From an optimization exercise on the open Yosys and OpenROAD flow, aimed at small area, a short achievable clock period and few clock cycles; shortcuts taken in it are not production practice.
Where RTL was checked, it was by simulation tests only, not by an equivalence proof against the original.

==> flow/design.v (excerpt) <==
module ite_cmac (
    input  wire         clk,
    input  wire         rst,
    output reg          ready,
    input  wire         key_load,
    input  wire [255:0] key,
    output reg          kcv_valid,
    output wire [23:0]  kcv,
    input  wire         msg_start,
    input  wire [15:0]  tenant,
    input  wire [15:0]  ns,
    input  wire [63:0]  lba,
    input  wire [31:0]  zgen,
    input  wire [31:0]  key_id,
    input  wire         blk_valid,
    output reg          blk_ready,
    input  wire [127:0] blk_data,
    output reg          tag_valid,
    output wire [127:0] tag
);
Settings: LEC_CHECK=0, CAP_MARGIN=20, CELL_PAD_IN_SITES_DETAIL_PLACEMENT=0, CELL_PAD_IN_SITES_GLOBAL_PLACEMENT=0, CORE_MARGIN=2, CORE_UTILIZATION=50, CTS_CLUSTER_DIAMETER=60, CTS_CLUSTER_SIZE=20, PLACE_DENSITY=0.65, SETUP_SLACK_MARGIN=4.5, SLEW_MARGIN=20, SYNTH_HIERARCHICAL=1; clock period 10.0 ns.
standard.sh (not shown) runs the stock make flow with config.mk's settings and CLKGATE_MAP_FILE= SYNTH_SCRIPT=/design/flow/synth_recipe.tcl, a recipe that flattens the netlist after the stock synthesis.
==> flow/flow/run.sh <==
#!/bin/bash
set -o pipefail
export BUFFER_PORTS_ARGS="-buffer_cell sky130_fd_sc_hd__buf_1"
bash standard.sh finish > standard_flow.log 2>&1
status=$?
echo "standard.sh exit status $status"
exit $status
Testbench counts at the start, summed over its fixed seeds: cycles 115,872.
==> next run, changes <==
--- a/flow/config.mk
+++ b/flow/config.mk
@@ -13,2 +12,0 @@
-export CTS_CLUSTER_DIAMETER = 60
-export CTS_CLUSTER_SIZE = 20
What happened: The changed run passed the timing, design-rule and antenna checks. Die area stays the same. Via count stays flat. Cell count stays flat. First-iteration DRC count decreases by 1.7%.
==> next run, changes <==
--- a/flow/config.mk
+++ b/flow/config.mk
@@ -12,2 +12,4 @@
-export CORE_UTILIZATION = 50
-export PLACE_DENSITY = 0.65
+export CORE_UTILIZATION = 40
+export CTS_CLUSTER_DIAMETER = 60
+export CTS_CLUSTER_SIZE = 20
+export PLACE_DENSITY = 0.55
Outcome: The new run ran to the end with no violations. Hold slack hardly moves. Setup slack gains 0.050 ns. Utilization decreases by 12 points. Register-to-register slack gains 0.05 ns. Via count decreases slightly. Non-clock buffer count increases by 2. Clock-buffer cell count decreases by 18. Design area increases slightly. Synthesized cell count is unchanged. Final cell count increases by a few percent.
==> next run, changes <==
--- a/flow/config.mk
+++ b/flow/config.mk
@@ -8 +8 @@
-export CAP_MARGIN = 20
+export CAP_MARGIN = 5
@@ -12 +12 @@
-export CORE_UTILIZATION = 40
+export CORE_UTILIZATION = 50
@@ -15 +15 @@
-export PLACE_DENSITY = 0.55
+export PLACE_DENSITY = 0.65
@@ -17 +17 @@
-export SLEW_MARGIN = 20
+export SLEW_MARGIN = 5
=> Core utilization increases by 12 points. Global-route usage increases by 5.2 points. First-iteration DRC count increases by 17%.
==> next run, changes <==
--- a/flow/config.mk
+++ b/flow/config.mk
@@ -8 +8 @@
-export CAP_MARGIN = 5
+export CAP_MARGIN = 20
@@ -13,2 +13 @@
-export CTS_CLUSTER_DIAMETER = 60
-export CTS_CLUSTER_SIZE = 20
+export GPL_TIMING_DRIVEN = 1
@@ -17 +16 @@
-export SLEW_MARGIN = 5
+export SLEW_MARGIN = 20
Result: Setup slack is worse by 0.089 ns; wire length barely changes; first-iteration DRC count falls by 2.2%; fmax falls by 1.7%.
==> next run, changes <==
--- a/flow/config.mk
+++ b/flow/config.mk
@@ -13 +12,0 @@
-export GPL_TIMING_DRIVEN = 1
@@ -17,0 +17 @@
+export TNS_END_PERCENT = 10
Fmax drops by 2.1%.
Die area is unchanged.
Cell count drops by 0.70%.
Design area drops by 1.3%.
Worst hold slack hardly moves.
Flip-flop and latch count does not change.
Clock skew drops by 0.0045 ns.
Register-to-register slack degrades by 0.11 ns.
Clock-buffer cell count climbs by 7.
Synthesized cell count does not change.

========
run A:
Another version of the RTL of ite_cmac (not shown whole).
Size in the first run: ~5900 cells after synthesis, roughly 830 flip-flops, about 0.059 mm² of cells after synthesis.
==> flow/config.mk <==
export PLATFORM = sky130hd
export DESIGN_NAME = ite_cmac
export DESIGN_NICKNAME = ite_cmac
export VERILOG_FILES = /design/flow/design.v
export SDC_FILE = /design/flow/constraint.sdc
export NUM_CORES = 4
export LEC_CHECK = 0
export CAP_MARGIN = 20
export CELL_PAD_IN_SITES_DETAIL_PLACEMENT = 0
export CELL_PAD_IN_SITES_GLOBAL_PLACEMENT = 0
export CORE_MARGIN = 2
export CORE_UTILIZATION = 50
export PLACE_DENSITY = 0.65
export SETUP_SLACK_MARGIN = 3.5
export SLEW_MARGIN = 20
export SYNTH_HIERARCHICAL = 1
==> flow/constraint.sdc <==
create_clock -name core_clock -period 10.0 [get_ports {clk}]
set_input_delay 2.0000 -clock core_clock [delete_from_list [all_inputs] [get_ports {clk}]]
set_output_delay 2.0000 -clock core_clock [all_outputs]
set_load 0.01 [all_outputs]
Scripts as last shown in full above: flow/flow/run.sh
Looking at the reports, run A completed the entire flow and the layout it produced met the timing, design-rule and antenna checks.
Testbench counts of run A, summed over its fixed seeds: cycles 115,872.
Edits applied to the flow inputs when going from run A to run B:
- swapping 3.5 for 4.0 in SETUP_SLACK_MARGIN
==> flow/run.sh (new file) <==
#!/bin/bash
# synth_recipe.tcl (not shown) runs the flow's synth.tcl, then flattens the netlist and writes it again
# the make line also repeats each setting of config.mk as NAME=value (left out here)
make -C /OpenROAD-flow-scripts/flow DESIGN_CONFIG=/design/flow/config.mk WORK_HOME=/design/flow/orfs CLKGATE_MAP_FILE= SYNTH_SCRIPT=/design/flow/synth_recipe.tcl finish
removed: flow/flow/run.sh
removed: flow/standard.sh
[summary]
- Run B closes out successfully: all stages finished, all timing, DRC and antenna checks passed.
- Changes observed in run B relative to run A: count of cells resized by post-cts repair went up 210%; instance count along the most critical hold path held.
Modified inputs, run C compared to run B
- SETUP_SLACK_MARGIN changed from 4.0 to 3.0
Results
Comparing run C against run B, there is no change at all in total standard cell area after synthesis. Compared with run B, run C instantiates a smaller number of standard cells. Final worst-path setup slack deteriorates in run C relative to run B. | global-route usage | lower: run C |. Non-clock buffer contribution to total cell area delta for run C relative to run B: 1.9 points lower. The critical path arrival number comes out higher for run C vs run B. As far as clock latency reported for the late side of the worst-skew pair is concerned, run B and run C perform about the same. In the metrics for run B and run C, the one carrying the higher ratio of final minimum period to clock period is run C.

========
## pepper
RTL: one of the versions met above, not the one the previous note started from.
For scale: ~6600 cells after synthesis, ~710 I/O pins, about 64000 sq um of cells after synthesis.
export LEC_CHECK = 0
export CAP_MARGIN = 20
export CELL_PAD_IN_SITES_DETAIL_PLACEMENT = 0
export CELL_PAD_IN_SITES_GLOBAL_PLACEMENT = 0
export CORE_MARGIN = 2
export CORE_UTILIZATION = 50
export PLACE_DENSITY = 0.65
export SETUP_SLACK_MARGIN = 4.7
export SLEW_MARGIN = 20
export SYNTH_HIERARCHICAL = 1
create_clock -name core_clock -period 10.0 [get_ports {clk}]
==> flow/flow/run.sh <==
#!/bin/bash
set -o pipefail
export BUFFER_PORTS_ARGS="-buffer_cell sky130_fd_sc_hd__buf_1"
bash standard.sh finish > standard_flow.log 2>&1
status=$?
echo "standard.sh exit status $status"
exit $status
Testbench counts of pepper, summed over its fixed seeds: cycles 115,872.
diff inputs: pepper => onyx
Settings: CTS_CLUSTER_DIAMETER now 60, previously not set; CTS_CLUSTER_SIZE now 20, previously not set; SETUP_SLACK_MARGIN now 4.5, was 4.7; PLACE_DENSITY now 0.75, was 0.65.
Notes after the runs:
- In terms of number of filler instances in the final layout, onyx and pepper differ only marginally.
- Summary of onyx over pepper: post-placement worst setup slack shows an increase of 0.18 ns, sequential share of layout area has increased.
For tundra, these inputs were changed with respect to onyx:
Settings: CTS_CLUSTER_SIZE now 30, was 20; PLACE_DENSITY now 0.65, was 0.75; CTS_CLUSTER_DIAMETER now 80, was 60.
--- outcome ---
- Hold slack was lower in the run labelled onyx.
- Going from onyx to tundra, total number of clock tree sinks barely changed; total of cells resized after clock tree synthesis climbed 15.

========
job 3660:
Another version of the RTL of ite_cmac (not shown whole).
For scale: ~6,900 cells after synthesis, about 710 I/O pins, roughly 62,000 sq um of cells after synthesis.
Settings: LEC_CHECK=0, CAP_MARGIN=20, CELL_PAD_IN_SITES_DETAIL_PLACEMENT=0, CELL_PAD_IN_SITES_GLOBAL_PLACEMENT=0, CORE_MARGIN=2, CORE_UTILIZATION=50, PLACE_DENSITY=0.65, SETUP_SLACK_MARGIN=5, SLEW_MARGIN=20, SYNTH_HIERARCHICAL=1; clock period 10.0 ns.
run.sh (not shown) runs the stock make flow with config.mk's settings and CLKGATE_MAP_FILE= SYNTH_SCRIPT=/design/flow/synth_recipe.tcl, a recipe that flattens the netlist after the stock synthesis.
Stock flow here: none of the scripts above is used.
Job 3660 did not finish; a tool error ended it in global routing (5_1_grt).
Input changes introduced in job 4373 (baseline for comparison: job 3660):
- swapping 5 for 4.5 in SETUP_SLACK_MARGIN
- swapping 0.65 for 0.8 in PLACE_DENSITY
- swapping 50 for 65 in CORE_UTILIZATION
## What came out
Stage in which a tool error killed job 4373: clock tree synthesis (4_1_cts).
Between job 3660 and job 4373, count of placed standard cells including taps is lower for job 4373, job 3660 comes in above that.
Number of buffers created by CTS ends up lower on job 4373.
Per the comparison of job 4373 with job 3660, effective utilization at floorplan rose 15 points; total number of placement rows fell 16.
Delta (job 4373 minus job 3660): area share of xor/xnor cells in the synthesized design shows no meaningful change, placed wire-length estimate shows a reduction of about 6%, post-CTS setup-driven buffer insertion count shows a reduction of about 20%, number of levels in the clock H-tree shows no meaningful change.
Taking job 3660 as the reference, in job 4373 placed instance area now sits lower, quantity of gates resized following cts now sits lower.
diff inputs: job 4373 => job 584
- a change of SETUP_SLACK_MARGIN from 4.5 to 3.5
- a change of PLACE_DENSITY from 0.8 to 0.65
- a change of CORE_UTILIZATION from 65 to 50
Findings:
- Job 4373 → job 584: width of the die higher; number of different library cells in the post-synthesis netlist now sits at about the same level; number of instances in the synthesized netlist barely changed; post-placement cell area down about 2%; count of cells resized by post-cts repair -68%.
- Of job 584 and job 4373, only job 4373 fails to reach the end of the flow.
- Job 4373 | ERROR | clock tree synthesis (4_1_cts)
- Post-placement worst setup slack (higher): job 4373
- Any difference in number of enable-type register cells in the synthesized netlist between job 584 and job 4373 is small enough to ignore.
- Taking job 584 as 1.0, job 4373 lands at 0.940 on post-detailed-placement half-perimeter wirelength.
- Compared with job 4373, in job 584 synthesized area ~0 delta; effective utilization at floorplan -15 points.
Changes in job 7314 relative to job 584:
- CORE_UTILIZATION changed from 50 to 25
- SETUP_SLACK_MARGIN removed (was 3.5)
- PLACE_DENSITY changed from 0.65 to 0.35
- CELL_PAD_IN_SITES_GLOBAL_PLACEMENT changed from 0 to 3
- CELL_PAD_IN_SITES_DETAIL_PLACEMENT changed from 0 to 2
## What came out
The setup slack of job 7314 is smaller than that of job 584.
Comparing job 7314 and job 584, the higher share of cell area taken by multi-input logic gates is on job 584.
Job 7314 vs. job 584: total number of vias went down by about 4%.
Job 7314 vs. job 584: fmax now sits lower.
No run of this note included a check of the RTL's function; only the layout flow was run.

-- afterwards: timing with drivers on the ports --
In the flow no input, the clock included, has a driving cell. The finished layouts below were timed again as built, in two steps.
Step 1 assumes that a clkbuf_16 drives the clock port and a buf_2 every other input.
Step 2, shift: input delay + t, output delay - t, t = (earliest + latest rising clock arrival at the registers) / 2. This alone moves slack from input paths to output paths.
a / b / c = no drivers / after step 1 / after step 2; a / b = the first two.
run | t, ns | slack for setup (ns) | worst setup path at the end | worst data-port slew with drivers (ns)
the first run of note 1 | 0.792 | 4.666 / 4.666 / 4.666 | register to register | 0.18
the second run of note 1 | 0.810 | 4.600 / 4.600 / 4.600 | register to register | 0.18
the third run of note 1 | 0.855 | 4.650 / 4.650 / 4.650 | register to register | 0.17
the fourth run of note 1 | 0.793 | 4.689 / 4.689 / 4.689 | register to register | 0.17
the fifth run of note 1 | 0.810 | 4.600 / 4.600 / 4.600 | register to register | 0.18
the sixth run of note 1 | 0.795 | 4.486 / 4.486 / 4.486 | register to register | 0.20
run A | 0.762 | 3.606 / 3.606 / 3.606 | register to register | 0.09
run B | 0.774 | 4.078 / 4.078 / 3.392 | input to register | 0.08
run C | 0.769 | 3.304 / 3.304 / 3.162 | input to register | 0.08
pepper | 0.814 | 4.716 / 4.716 / 4.716 | register to register | 0.19
onyx | 0.818 | 4.596 / 4.596 / 4.596 | register to register | 0.33
tundra | 0.782 | 4.652 / 4.652 / 4.652 | register to register | 0.17
job 584 | 0.807 | 3.509 / 3.509 / 3.509 | register to register | 0.10
job 7314 | 0.882 | 1.173 / 1.173 / 1.173 | register to register | 0.15
After both steps every run listed still meets setup and hold. The setup slack of run B, which loses most, moves by 0.000 ns with the drivers and by -0.686 ns with both steps.
